What follows belongs to an exercise in optimizing a design on an open flow for small area, a short achievable clock period and few clock cycles per item; a production flow would make more cautious choices. The RTL of this run was laid out without a check of its function. No activity file was given, so power comes from the tool's default toggle rates.

### config.mk
export PLATFORM = sky130hd
export DESIGN_NAME = facet_tile
export DESIGN_NICKNAME = facet_tile
export VERILOG_FILES = /design/flow/design.v
export SDC_FILE = /design/flow/constraint.sdc
export NUM_CORES = 4
export LEC_CHECK = 0
export CAP_MARGIN = 20
export CORE_MARGIN = 2
export CORE_UTILIZATION = 40
export PLACE_DENSITY = 0.6
export SLEW_MARGIN = 20
### constraint.sdc
create_clock -name core_clock -period 10.0 [get_ports {clk}]
set_input_delay 2.0000 -clock core_clock [delete_from_list [all_inputs] [get_ports {clk}]]
set_output_delay 2.0000 -clock core_clock [all_outputs]
set_load 0.01 [all_outputs]
### design.v
module facet_tile (
    input  wire        clk,
    input  wire        rst,
    input  wire        start,
    input  wire [1:0]  cls,           
    input  wire [31:0] crc_in,        
    output wire        idle,
    input  wire        in_valid,
    input  wire [7:0]  in_data,
    output wire        in_ready,
    output reg         out_valid,
    output reg  [63:0] out_data,
    input  wire        out_ready,
    output reg         done,
    output wire [3:0]  done_cause,    
    output wire [7:0]  done_offset,   
    output wire [31:0] done_arg,      
    output wire [31:0] done_crc       
);
    localparam [3:0] P_HDR   = 4'd0,
                     P_U1    = 4'd1,
                     P_C1    = 4'd2,
                     P_E     = 4'd3,
                     P_B1    = 4'd4,
                     P_B2    = 4'd5,
                     P_BMAP  = 4'd6,
                     P_NLEN  = 4'd7,
                     P_NCOD  = 4'd8,
                     P_TRAIL = 4'd9;    
    reg         busy;
    reg         idle_r;       
    reg  [1:0]  cls_q;
    reg  [8:0]  idx;          
    reg  [3:0]  pst;          
    reg         fail;         
    reg  [3:0]  cause;
    reg  [7:0]  offset;
    reg  [31:0] arg;
    reg  [31:0] crc;
    reg  [10:0] p_last;       
    reg         rdy;
    reg         v0, v1;
    reg  [7:0]  h0, h1;
    reg         pend;
    reg  [9:0]  pend_l;
    reg  [7:0]  code_st;
    reg  [7:0]  len_st;       
    reg         bm;           
    reg         run_act;
    reg  [9:0]  run_l;        
    reg  [7:0]  run_code;     
    reg  [2:0]  q;            
    reg  [6:0]  bcnt;         
    reg         ofin;         
    assign idle        = idle_r;
    assign in_ready    = rdy;
    assign done_cause  = cause;
    assign done_offset = offset;
    assign done_arg    = arg;
    assign done_crc    = crc;
    function [31:0] crc64;
        input [31:0] c;
        input [63:0] d;
        reg [31:0] x;
        reg t0;
        reg t1;
        reg t2;
        reg t3;
        reg t4;
        reg t5;
        reg t6;
        reg t7;
        reg t8;
        reg t9;
        reg t10;
        reg t11;
        reg t12;
        reg t13;
        reg t14;
        reg t15;
        reg t16;
        reg t17;
        reg t18;
        reg t19;
        reg t20;
        reg t21;
        reg t22;
        reg t23;
        reg t24;
        reg t25;
        reg t26;
        reg t27;
        reg t28;
        reg t29;
        reg t30;
        reg t31;
        reg t32;
        reg t33;
        reg t34;
        reg t35;
        reg t36;
        reg t37;
        reg t38;
        reg t39;
        reg t40;
        reg t41;
        reg t42;
        reg t43;
        reg t44;
        reg t45;
        reg t46;
        reg t47;
        reg t48;
        reg t49;
        reg t50;
        reg t51;
        reg t52;
        reg t53;
        reg t54;
        reg t55;
        reg t56;
        reg t57;
        reg t58;
        reg t59;
        reg t60;
        reg t61;
        reg t62;
        reg t63;
        reg t64;
        reg t65;
        reg t66;
        reg t67;
        reg t68;
        reg t69;
        reg t70;
        reg t71;
        reg t72;
        reg t73;
        reg t74;
        reg t75;
        reg t76;
        reg t77;
        reg t78;
        reg t79;
        reg t80;
        reg t81;
        reg t82;
        reg t83;
        reg t84;
        reg t85;
        reg t86;
        reg t87;
        reg t88;
        reg t89;
        reg t90;
        reg t91;
        reg t92;
        reg t93;
        reg t94;
        reg t95;
        reg t96;
        reg t97;
        reg t98;
        reg t99;
        reg t100;
        reg t101;
        reg t102;
        reg t103;
        reg t104;
        reg t105;
        reg t106;
        reg t107;
        reg t108;
        reg t109;
        reg t110;
        reg t111;
        reg t112;
        reg t113;
        reg t114;
        reg t115;
        reg t116;
        reg t117;
        reg t118;
        reg t119;
        reg t120;
        reg t121;
        reg t122;
        reg t123;
        reg t124;
        reg t125;
        reg t126;
        reg t127;
        reg t128;
        reg t129;
        reg t130;
        reg t131;
        reg t132;
        reg t133;
        reg t134;
        reg t135;
        reg t136;
        reg t137;
        reg t138;
        reg t139;
        reg t140;
        reg t141;
        reg t142;
        reg t143;
        reg t144;
        reg t145;
        reg t146;
        reg t147;
        reg t148;
        reg t149;
        reg t150;
        begin
            x = c ^ d[31:0];
            t0 = d[32] ^ d[55];
            t1 = d[38] ^ d[47];
            t2 = x[14] ^ x[18];
            t3 = d[33] ^ d[52];
            t4 = d[34] ^ d[57];
            t5 = x[0] ^ x[11];
            t6 = x[1] ^ x[12];
            t7 = d[35] ^ x[15];
            t8 = d[36] ^ d[45];
            t9 = d[42] ^ d[58];
            t10 = d[48] ^ x[29];
            t11 = d[49] ^ x[30];
            t12 = d[50] ^ x[31];
            t13 = d[51] ^ x[13];
            t14 = d[53] ^ d[54];
            t15 = d[37] ^ d[46];
            t16 = d[43] ^ x[24];
            t17 = d[44] ^ x[25];
            t18 = x[16] ^ x[28];
            t19 = d[61] ^ t2;
            t20 = t0 ^ x[26];
            t21 = d[41] ^ d[59];
            t22 = d[60] ^ x[2];
            t23 = d[62] ^ d[63];
            t24 = x[4] ^ x[27];
            t25 = t1 ^ x[22];
            t26 = d[39] ^ x[6];
            t27 = d[40] ^ x[7];
            t28 = x[10] ^ x[21];
            t29 = d[56] ^ x[17];
            t30 = t3 ^ t11;
            t31 = t6 ^ x[23];
            t32 = t9 ^ x[3];
            t33 = t18 ^ x[5];
            t34 = x[19] ^ x[20];
            t35 = t4 ^ t10;
            t36 = t5 ^ t17;
            t37 = t16 ^ x[8];
            t38 = t24 ^ x[9];
            t39 = t7 ^ t8;
            t40 = t12 ^ t14;
            t41 = t15 ^ t28;
            t42 = t7 ^ t13;
            t43 = t21 ^ x[13];
            t44 = t22 ^ t27;
            t45 = d[55] ^ t25;
            t46 = d[58] ^ x[27];
            t47 = d[63] ^ x[17];
            t48 = d[35] ^ t26;
            t49 = d[56] ^ t23;
            t50 = t1 ^ x[15];
            t51 = t8 ^ t13;
            t52 = t34 ^ x[21];
            t53 = d[59] ^ t19;
            t54 = t4 ^ t20;
            t55 = t29 ^ t31;
            t56 = t30 ^ t37;
            t57 = t33 ^ x[23];
            t58 = d[33] ^ d[41];
            t59 = d[36] ^ d[39];
            t60 = d[37] ^ d[60];
            t61 = d[38] ^ d[61];
            t62 = d[43] ^ x[18];
            t63 = d[44] ^ d[53];
            t64 = d[45] ^ x[30];
            t65 = d[46] ^ x[10];
            t66 = d[54] ^ d[57];
            t67 = d[62] ^ x[3];
            t68 = x[0] ^ x[4];
            t69 = x[8] ^ x[14];
            t70 = x[11] ^ x[25];
            t71 = x[12] ^ x[22];
            t72 = x[26] ^ x[31];
            t73 = d[34] ^ t2;
            t74 = d[42] ^ t3;
            t75 = d[56] ^ t14;
            t76 = t5 ^ t22;
            t77 = t23 ^ t26;
            t78 = t65 ^ t70;
            t79 = d[40] ^ t20;
            t80 = d[59] ^ t38;
            t81 = d[60] ^ t49;
            t82 = t19 ^ t75;
            t83 = t21 ^ t40;
            t84 = t35 ^ t41;
            t85 = t36 ^ x[9];
            t86 = t42 ^ t71;
            t87 = d[32] ^ d[41];
            t88 = d[38] ^ d[55];
            t89 = d[48] ^ x[19];
            t90 = d[50] ^ x[20];
            t91 = d[53] ^ x[29];
            t92 = x[1] ^ x[3];
            t93 = x[5] ^ x[23];
            t94 = x[10] ^ x[24];
            t95 = x[16] ^ x[21];
            t96 = x[16] ^ x[22];
            t97 = d[39] ^ t10;
            t98 = d[40] ^ t0;
            t99 = d[41] ^ t46;
            t100 = d[49] ^ t47;
            t101 = d[51] ^ t6;
            t102 = d[52] ^ t9;
            t103 = d[58] ^ t12;
            t104 = d[63] ^ t18;
            t105 = t4 ^ t17;
            t106 = t5 ^ t63;
            t107 = t10 ^ t14;
            t108 = t11 ^ t68;
            t109 = t13 ^ t22;
            t110 = t15 ^ t29;
            t111 = t16 ^ t66;
            t112 = t21 ^ t23;
            t113 = t27 ^ t72;
            t114 = t27 ^ x[11];
            t115 = t60 ^ x[7];
            t116 = d[54] ^ t19;
            t117 = d[57] ^ t43;
            t118 = d[61] ^ t32;
            t119 = d[62] ^ t50;
            t120 = t0 ^ t74;
            t121 = t8 ^ t31;
            t122 = t9 ^ t41;
            t123 = t12 ^ t35;
            t124 = t15 ^ t52;
            t125 = t16 ^ t42;
            t126 = t20 ^ t44;
            t127 = t24 ^ t30;
            t128 = t25 ^ t38;
            t129 = t25 ^ x[6];
            t130 = t26 ^ t107;
            t131 = t32 ^ t34;
            t132 = t36 ^ t37;
            t133 = t39 ^ t43;
            t134 = t39 ^ x[16];
            t135 = t40 ^ t69;
            t136 = t44 ^ t108;
            t137 = t48 ^ t73;
            t138 = t50 ^ t58;
            t139 = t51 ^ t78;
            t140 = t77 ^ x[15];
            t141 = t105 ^ x[13];
            t142 = d[47] ^ t56;
            t143 = d[52] ^ t45;
            t144 = t33 ^ t84;
            t145 = t53 ^ x[28];
            t146 = t54 ^ t67;
            t147 = t55 ^ t130;
            t148 = t61 ^ t80;
            t149 = t82 ^ x[2];
            t150 = t85 ^ t143;
            crc64[0] = x[19] ^ t3 ^ t29 ^ t59 ^ t62 ^ t46 ^ t43 ^ t76 ^ t45 ^ t144;
            crc64[1] = d[40] ^ t60 ^ t11 ^ t48 ^ t106 ^ t35 ^ t25 ^ t55 ^ t131 ^ t145;
            crc64[2] = x[18] ^ d[62] ^ t61 ^ t52 ^ t97 ^ t103 ^ t111 ^ t31 ^ t136 ^ t133;
            crc64[3] = x[24] ^ x[5] ^ x[1] ^ t12 ^ t11 ^ t69 ^ t17 ^ t96 ^ t59 ^ t112 ^ t109 ^ t98 ^ t118 ^ t124;
            crc64[4] = t38 ^ t19 ^ t131 ^ t79 ^ t140 ^ t57 ^ t139 ^ t123;
            crc64[5] = d[48] ^ d[38] ^ x[24] ^ x[20] ^ d[36] ^ t2 ^ t77 ^ t54 ^ t136 ^ t86;
            crc64[6] = x[8] ^ d[43] ^ x[23] ^ t7 ^ t92 ^ t100 ^ t78 ^ t44 ^ t45 ^ t123 ^ t145;
            crc64[7] = x[28] ^ d[44] ^ d[50] ^ x[17] ^ t93 ^ t41 ^ t56 ^ t86 ^ t146 ^ t148;
            crc64[8] = t3 ^ t91 ^ t94 ^ t36 ^ t103 ^ t51 ^ t128 ^ t137 ^ t57 ^ t81;
            crc64[9] = x[25] ^ d[63] ^ t58 ^ t64 ^ t95 ^ t46 ^ t31 ^ t125 ^ t82 ^ t129 ^ t126;
            crc64[10] = x[29] ^ t72 ^ t93 ^ t28 ^ t115 ^ t32 ^ t119 ^ t116 ^ t132;
            crc64[11] = t6 ^ t64 ^ t96 ^ t89 ^ t20 ^ t140 ^ t132 ^ t148;
            crc64[12] = d[37] ^ d[49] ^ d[58] ^ t62 ^ t113 ^ t52 ^ t112 ^ t35 ^ t121 ^ t150;
            crc64[13] = d[35] ^ x[18] ^ x[29] ^ d[42] ^ t90 ^ t47 ^ t33 ^ t106 ^ t54 ^ t121 ^ t142;
            crc64[14] = d[57] ^ d[60] ^ t64 ^ t94 ^ t33 ^ t48 ^ t101 ^ t83 ^ t150;
            crc64[15] = x[31] ^ d[61] ^ t102 ^ t139 ^ t126 ^ t147;
            crc64[16] = x[12] ^ x[27] ^ t67 ^ t15 ^ t20 ^ t114 ^ t117 ^ t149 ^ t142;
            crc64[17] = x[28] ^ x[12] ^ d[55] ^ t89 ^ t32 ^ t38 ^ t81 ^ t138 ^ t135 ^ t141;
            crc64[18] = d[51] ^ x[26] ^ t87 ^ t76 ^ t100 ^ t39 ^ t74 ^ t116 ^ t128 ^ t124;
            crc64[19] = x[15] ^ d[62] ^ t91 ^ t90 ^ t76 ^ t55 ^ t118 ^ t117;
            crc64[20] = x[30] ^ t6 ^ t23 ^ t68 ^ t95 ^ t109 ^ t32 ^ t111 ^ t53;
            crc64[21] = x[31] ^ t18 ^ t24 ^ t59 ^ t92 ^ t49 ^ t36 ^ t19 ^ t84 ^ t138;
            crc64[22] = d[46] ^ d[42] ^ t6 ^ t62 ^ t28 ^ t79 ^ t127 ^ t133 ^ t81;
            crc64[23] = t12 ^ t88 ^ t63 ^ t47 ^ t28 ^ t97 ^ t102 ^ t53;
            crc64[24] = x[0] ^ x[2] ^ x[17] ^ t14 ^ t30 ^ t51 ^ t99 ^ t98 ^ t119 ^ t144;
            crc64[25] = x[11] ^ x[1] ^ t10 ^ t110 ^ t30 ^ t32 ^ t104 ^ t137 ^ t45 ^ t83;
            crc64[26] = t87 ^ t114 ^ t40 ^ t122 ^ t57 ^ t127 ^ t86;
            crc64[27] = x[12] ^ d[34] ^ x[14] ^ x[17] ^ x[29] ^ d[36] ^ t5 ^ t13 ^ t37 ^ t57 ^ t120 ^ t129 ^ t83;
            crc64[28] = x[9] ^ x[30] ^ t17 ^ t73 ^ t115 ^ t125 ^ t120 ^ t147;
            crc64[29] = x[19] ^ x[10] ^ t88 ^ t113 ^ t134 ^ t56 ^ t141 ^ t149;
            crc64[30] = d[39] ^ t34 ^ t110 ^ t99 ^ t134 ^ t85 ^ t135 ^ t146;
            crc64[31] = x[18] ^ x[20] ^ d[33] ^ t66 ^ t29 ^ t1 ^ t39 ^ t101 ^ t104 ^ t122 ^ t79 ^ t80;
        end
    endfunction
    wire [7:0] b = h0;
    wire [8:0] slen_m1 = (9'd256 >> cls_q) - 9'd1;
    wire wr_ok = !out_valid || out_ready;
    wire xfer  = out_valid && out_ready;
    wire       rn_can  = busy && !ofin && !bm && (run_act || pend);
    wire       rn_go   = rn_can && wr_ok;
    wire [9:0] f_l     = run_act ? run_l : pend_l;
    wire       f_on    = f_l[9:3] != bcnt;                    
    wire       f_beat  = f_on || (f_l[2:0] == 3'd7);          
    wire       pend_use = rn_go && !run_act;
    reg  [7:0] ln_plan, ln_sel;
    wire       bt_plan = bm ? (busy && pend) : (rn_can && f_beat);
    integer    k;
    always @(*)
        for (k = 0; k < 8; k = k + 1) begin
            ln_plan[k] = bm ? (busy && pend)
                            : (rn_can && k >= q && (f_on || k <= f_l[2:0]));
            ln_sel[k]  = bm ? pend_l[k] : !run_act;
        end
    wire ip_plain = busy && v0 && (pst != P_NLEN) && (pst != P_BMAP) &&
                    (pst != P_NCOD || !pend);
    wire nlen_go  = busy && v0 && (pst == P_NLEN) && (!pend || idx != slen_m1);
    wire ip_bm    = busy && v0 && (pst == P_BMAP) && !run_act;
    wire ip_acc   = ip_plain || nlen_go || ip_bm;
    wire bm_go    = busy && bm && pend && wr_ok;
    wire [10:0] n_last = p_last + {3'd0, len_st} + 11'd1;
    wire last_byte = (idx == slen_m1 + 9'd1) || (ip_acc && idx == slen_m1);
    wire og_fin    = ofin && wr_ok;
    wire push = in_valid && rdy;
    integer j;
    always @(posedge clk) begin
        if (ip_acc) begin
            h0 <= v1 ? h1 : in_data;
            v0 <= v1 || push;
            h1 <= in_data;
            v1 <= v1 && push;
            rdy <= 1'b1;
        end else begin
            if (!v0) h0 <= in_data;
            else if (!v1) h1 <= in_data;
            v0 <= v0 || push;
            v1 <= v1 || (v0 && push);
            rdy <= !(v1 || (v0 && push));
        end
        begin
            done <= 1'b0;
            if (xfer) begin
                out_valid <= 1'b0;
                crc <= crc64(crc, out_data);
            end
            for (j = 0; j < 8; j = j + 1)
                if (wr_ok && ln_plan[j])
                    out_data[8*j +: 8] <= ln_sel[j] ? code_st : run_code;
            if (wr_ok && bt_plan) begin
                out_valid <= 1'b1;
                bcnt <= bcnt + 7'd1;
                if (bcnt == 7'd127) ofin <= 1'b1;
            end
            if (rn_go) begin
                q <= f_beat ? 3'd0 : f_l[2:0] + 3'd1;
                if (pend_use) begin
                    pend     <= 1'b0;
                    run_code <= code_st;
                    run_l    <= pend_l;
                end
                run_act <= f_on;
            end
            if (bm_go) begin
                if (run_act) begin
                    pend_l[7:0] <= run_l[7:0];
                    run_act <= 1'b0;
                end else if (ip_bm)
                    pend_l[7:0] <= b;
                else
                    pend <= 1'b0;
            end else if (ip_bm) begin
                if (pend) begin
                    run_l[7:0] <= b;
                    run_act <= 1'b1;
                end else begin
                    pend_l[7:0] <= b;
                    pend <= 1'b1;
                end
            end
            if (ip_acc)
                idx <= idx + 9'd1;
            if (ip_bm && idx == 9'd130)
                pst <= P_TRAIL;
            if (nlen_go) begin
                if (idx == slen_m1) begin
                    fail <= 1'b1; cause <= 4'd6; offset <= idx[7:0];
                    pend <= 1'b1; pend_l <= 10'd1023; code_st <= 8'd0;
                    pst <= P_TRAIL;
                end else begin
                    len_st <= b;
                    pst <= P_NCOD;
                end
            end
            if (ip_plain) begin
                case (pst)
                    P_HDR: begin
                        if (b[4:0] != 5'd0) begin
                            fail <= 1'b1; cause <= 4'd4;
                            pend <= 1'b1; pend_l <= 10'd1023; code_st <= 8'd0;
                            pst <= P_TRAIL;
                        end else case (b[7:5])
                            3'd0: pst <= P_U1;
                            3'd1: begin cause <= 4'd14; pst <= P_C1; end
                            3'd7: begin cause <= 4'd15; pst <= P_E;
                                        pend <= 1'b1; pend_l <= 10'd1023; code_st <= 8'd0; end
                            3'd2: if (cls_q != 2'd0) begin
                                      fail <= 1'b1; cause <= 4'd7;
                                      pend <= 1'b1; pend_l <= 10'd1023; code_st <= 8'd0;
                                      pst <= P_TRAIL;
                                  end else begin
                                      bm  <= 1'b1;
                                      pst <= P_B1;
                                  end
                            3'd3: pst <= P_NLEN;
                            default: begin
                                fail <= 1'b1; cause <= 4'd3;
                                pend <= 1'b1; pend_l <= 10'd1023; code_st <= 8'd0;
                                pst <= P_TRAIL;
                            end
                        endcase
                    end
                    P_U1: begin
                        pend <= 1'b1; pend_l <= 10'd1023; code_st <= b;
                        pst <= P_TRAIL;
                    end
                    P_C1: begin
                        arg[7:0] <= b;
                        pend <= 1'b1; pend_l <= 10'd1023; code_st <= 8'd0;
                        pst <= P_TRAIL;
                    end
                    P_E: begin
                        case (idx[2:0])
                            3'd1:    arg[7:0]   <= b;
                            3'd2:    arg[15:8]  <= b;
                            3'd3:    arg[23:16] <= b;
                            default: arg[31:24] <= b;
                        endcase
                        if (idx[2:0] == 3'd4) pst <= P_TRAIL;
                    end
                    P_B1: begin run_code <= b; pst <= P_B2; end
                    P_B2: begin code_st  <= b; pst <= P_BMAP; end
                    P_NCOD: begin
                        if (n_last[10]) begin
                            fail <= 1'b1; cause <= 4'd6; offset <= idx[7:0] - 8'd1;
                            pend <= 1'b1; pend_l <= 10'd1023; code_st <= 8'd0;
                            pst <= P_TRAIL;
                        end else begin
                            pend <= 1'b1; pend_l <= n_last[9:0]; code_st <= b;
                            p_last <= n_last;
                            pst <= (n_last[9:0] == 10'd1023) ? P_TRAIL : P_NLEN;
                        end
                    end
                    default: if (!fail && b != 8'd0) begin    
                        fail <= 1'b1; cause <= 4'd4; offset <= idx[7:0]; arg <= 32'd0;
                    end
                endcase
            end
            if (busy && last_byte && og_fin) begin
                done   <= 1'b1;
                busy   <= 1'b0;
                idle_r <= 1'b1;
            end
            if (!busy) begin
                busy     <= start;
                idle_r   <= !start;
                cls_q    <= cls;
                crc      <= crc_in;
                idx      <= 9'd0;
                pst      <= P_HDR;
                fail     <= 1'b0;
                cause    <= 4'd0;
                offset   <= 8'd0;
                arg      <= 32'd0;
                p_last   <= 11'h7FF;
                pend     <= 1'b0;
                run_act  <= 1'b0;
                bm       <= 1'b0;
                q        <= 3'd0;
                bcnt     <= 7'd0;
                ofin     <= 1'b0;
            end
        end
        if (rst) begin
            busy      <= 1'b0;
            idle_r    <= 1'b1;
            out_valid <= 1'b0;
            done      <= 1'b0;
            v0        <= 1'b0;
            v1        <= 1'b0;
            rdy       <= 1'b1;
        end
    end
endmodule
### run.sh
#!/bin/bash
# synth_recipe.tcl (not shown) runs the flow's synth.tcl, then flattens the netlist and writes it again
# the make line also repeats each setting of config.mk as NAME=value (left out here)
make -C /OpenROAD-flow-scripts/flow DESIGN_CONFIG=/design/flow/config.mk WORK_HOME=/design/flow/orfs CLKGATE_MAP_FILE= SYNTH_SCRIPT=/design/flow/synth_recipe.tcl finish
==> qor.csv <==
metric,value,unit
post-route insts no fill,2315,
fill cell count,3826,
vias per inst,5.43,
Buf/Inv on CP,1,
Hold Path Stages,2,
GP Congestion,0.946,
Final min period,4080,ps
area grow syn2layout,20.8,%
status,no timing/DRC/antenna violations,
row count,74,
Sequential Power Share,17.8,%
endpoint class of the critical path,primary output,
Final Max Tran Viols,0,
Diodes inserted,0,
TritonCTS buffer count,30,
worst setup margin,5920,ps
number of port buffers,190,
Area after DPL,19000,µm²
crit path from,out_data[61],
RSZ-0062 raised after global routing,no,
Reg2Reg Capture Point,out_data[19],
DRC,0,
CP arrival,2080,ps
startpoint types,register,
Pwr Density,416,nW/µm²
dpl cells,2259,
yosys warns,1,
Worst-Skew Late Latency,610,ps
"FFs w/ async S/R, synth",0,%
post-synth net total,1664,
Post-Syn Area,16600,µm²
htree depth,1,
Hold Crit Start,p_last[2],
Worst Tran Pin Value,1120,ps
Clk pwr share,14.1,%
GRT overflow,0,
post-route antenna net violation count,0,
Post-Syn Instances,1597,
CP Cell Sequence,clkdlybuf4s50_1,
Comb pwr share,68.1,%
Initial Util,40.6,%
Internal,0.00475,W
"Top FF cell, synth",edfxtp_1,
worst relative slew slack,25.5,%
number of flops mapped to enable cells by yosys,124,
Hold Path Sink,p_last[2],
final instance area,20100,µm²
period utilization,40.8,%
Worst path max stage delay,800,ps
DP Worst Slack,5760,ps
Fin. Hold Viols,0,
placeable core region,40900,µm²
Max-Cap Viols,0,
worst reg2reg startpoint,run_act,
clock buffer depth,3,
final net count,1826,
post-CTS setup buffer count,0,
Total GRT Usage,25.7,%
Die X,208,µm
Fin Setup TNS,0,ps
TritonCTS clock tree,done,
switching power,0.00359,W
worst vdd ir,0.000293,V
number of global-route vias before repair,12600,
DIE AREA,43100,µm²
Top Ports,191,
Worst Hold Class,reg2reg,
share of cells above drive strength 1,13.9,%
CP required,8000,ps
first-pass GRT wire length,83800,µm
CP max stage cell,edfxtp_1,
synthesized area per cell,10.4,µm²
post-synth cell types,72,
Pre-antenna DRT Iters,5,
total wire length,56800,µm
r2r worst-path depth,7,
Leak,6.98,nW
wire per inst,24.5,µm
CP max FO,6,
kind of critical path,reg2out,
initial antenna violation count,0,
post-synthesis sequential area ratio,37.4,%
"Hold-fix buffers, CTS",0,
Synth Register Bits,248,
clk_skew,44.6,ps
Reg2Reg Setup Slack,6270,ps
PostCTS Resize Cnt,0,
Net Sw Frac,43.1,%
Fmax achieved,245,MHz
Post-DP HPWL,44000,µm
# setup viols final,0,
via count,12600,
"delay-heaviest family, CP",flip-flops,
Pwr Total,0.00833,W
clk slew on worst S/H paths,60,ps
# clock sinks,248,
Detailed Route Iter0 Violations,1124,
die extent in y,208,µm
pin count of the biggest net entering global routing,74,
Root Buffer,clkbuf_16,
## layer usage
| metal | up-vias | global-route usage [%] | share of wire (%) | wire [µm] |
|---|---|---|---|---|
| li1 | 5871 | - | - | - |
| met1 | 6115 | 34.5 | 44 | 24800 |
| met2 | 487 | 42.6 | 46 | 26300 |
| met3 | 107 | 3.66 | 6.4 | 3650 |
| met4 | 0 | 8.44 | 3.7 | 2100 |
| met5 | - | 0 | 0 | 0 |
## state kept, by name (all words and copies together) (netlist names), 3 cells and up
signal    cells
p_last       11
run_code      8
h1            8
code_st       8
bcnt          7
q             3
len_st        8
crc          32
run_l        10
cause         4
offset        8
out_data     64
pend_l       10
h0            8
pst           4
idx           9
arg          32
## synthesized netlist by cell type (9+ instances only)
master	count	area (µm²)
buf_2	17	85.1
and3_1	9	56.3
clkbuf_1	53	199
a211oi_1	9	67.6
xor2_1	83	727
xor2_2	21	342
o221ai_1	12	105
nand2_1	88	330
o21ai_0	56	280
nand3_1	22	110
mux2i_1	54	541
a22oi_1	10	75.1
inv_1	29	109
a21oi_1	76	380
nor2_1	126	473
nor3_1	25	125
and2_1	11	68.8
dfxtp_1	124	2480
xnor2_1	325	2850
xnor2_2	40	651
o21a_1	9	67.6
edfxtp_1	124	3720
ha_1	19	238
a22o_1	9	78.8
o211ai_1	17	128
mux2_2	94	1060
## placed cells by master, fill, tap and decap left out, drive strengths merged, types with 8 or more instances in the layout
cell,instances
a22o,9
a21oi,76
and3,9
buf,18
o21ai,60
and2,11
clkdlybuf4s50,190
or3,8
nand2,88
xor2,108
ha,19
clkbuf,34
inv,32
dfxtp,124
edfxtp,124
mux2i,54
clkinv,13
nor3,26
a22oi,10
a211oi,9
mux2,96
o21a,9
nand4,8
o211ai,18
nand2b,8
xnor2,373
nand3,22
nor2,127
o221ai,12
## power groups by stage
stage	Combinational [W]	Sequential [W]	Clock, W
5_1_grt	0.00601	0.00150	0.00123
2_1_floorplan	0.00433	0.00146	0
6_report	0.00568	0.00148	0.00117
3_5_place_dp	0.00566	0.00150	0
3_3_place_gp	0.00567	0.00149	0
4_1_cts	0.00569	0.00148	0.00120
## how the worst max path moves through the flow
stage | endpoint | slack [ps] | cells after the start
5_1_grt | out_data[61] | 5930 | 1
6_report | out_data[61] | 5920 | 1
2_1_floorplan | run_l[6] | 6730 | 5
3_3_place_gp | out_data[29] | 5800 | 4
3_5_place_dp | out_data[29] | 5760 | 4
4_1_cts | out_data[55] | 5910 | 1
## cell families after synthesis
kind of cell | Yosys count | synth area share, %
adders and majority gates | 20 | 1.55
buffers and inverters | 108 | 2.71
DFF | 248 | 37.4
xor gates and xnor gates | 481 | 29.5
muxes | 150 | 9.81
AOI/OAI and AO/OA | 257 | 9.92
and+or+nand+nor | 333 | 9.12
## through the flow
stage,hold WS (ps),util [%]
6_report,493,49.0
4_1_cts,498,49.0
3_3_place_gp,466,46.4
5_1_grt,519,49.0
2_1_floorplan,424,-
3_5_place_dp,484,46.4
## worst register-to-register path, cell delays in order (launching register included)
cell and delay, ps:
dfxtp_1 1060, mux2i_1 510, xor2_1 190, nand4_1 130, nor2b_1 310, nand2_1 180
o311ai_0 640, a21oi_1 390
## layout make-up
cell class / count / area [µm²] / share of cell area [%]
clock buffers: 34 / 808 / 4.03
clock inverters: 22 / 265 / 1.32
inverters: 30 / 113 / 0.561
multi-input cells: 1241 / 9960 / 49.7
flip-flops and latches: 248 / 6210 / 31.0
well taps: 532 / 666 / 3.32
repair buffers: 208 / 2040 / 10.2

port drivers added, routing unchanged:
In the flow no input, the clock included, has a driving cell. The finished layout below was timed again as built, in two steps.
Step 1 assumes that a clkbuf_16 drives the clock port and a buf_2 every other input.
Step 2 times the ports against the registers' clock, not the clock port: input delays grow and output delays shrink by t, the midpoint of the rising clock arrivals with the driver on.
Three values: ideal ports, drivers, drivers and shift; two values: the first two.
t (ns): 0.638
setup slack, ns: 5.923 / 5.869 / 5.776
worst setup path after step 2: input to register
worst register clock-pin slew, ns: 0.07 / 0.07
After both steps this run still meets setup and hold. The setup slack of this run moves by -0.054 ns with the drivers and by -0.147 ns with both steps.
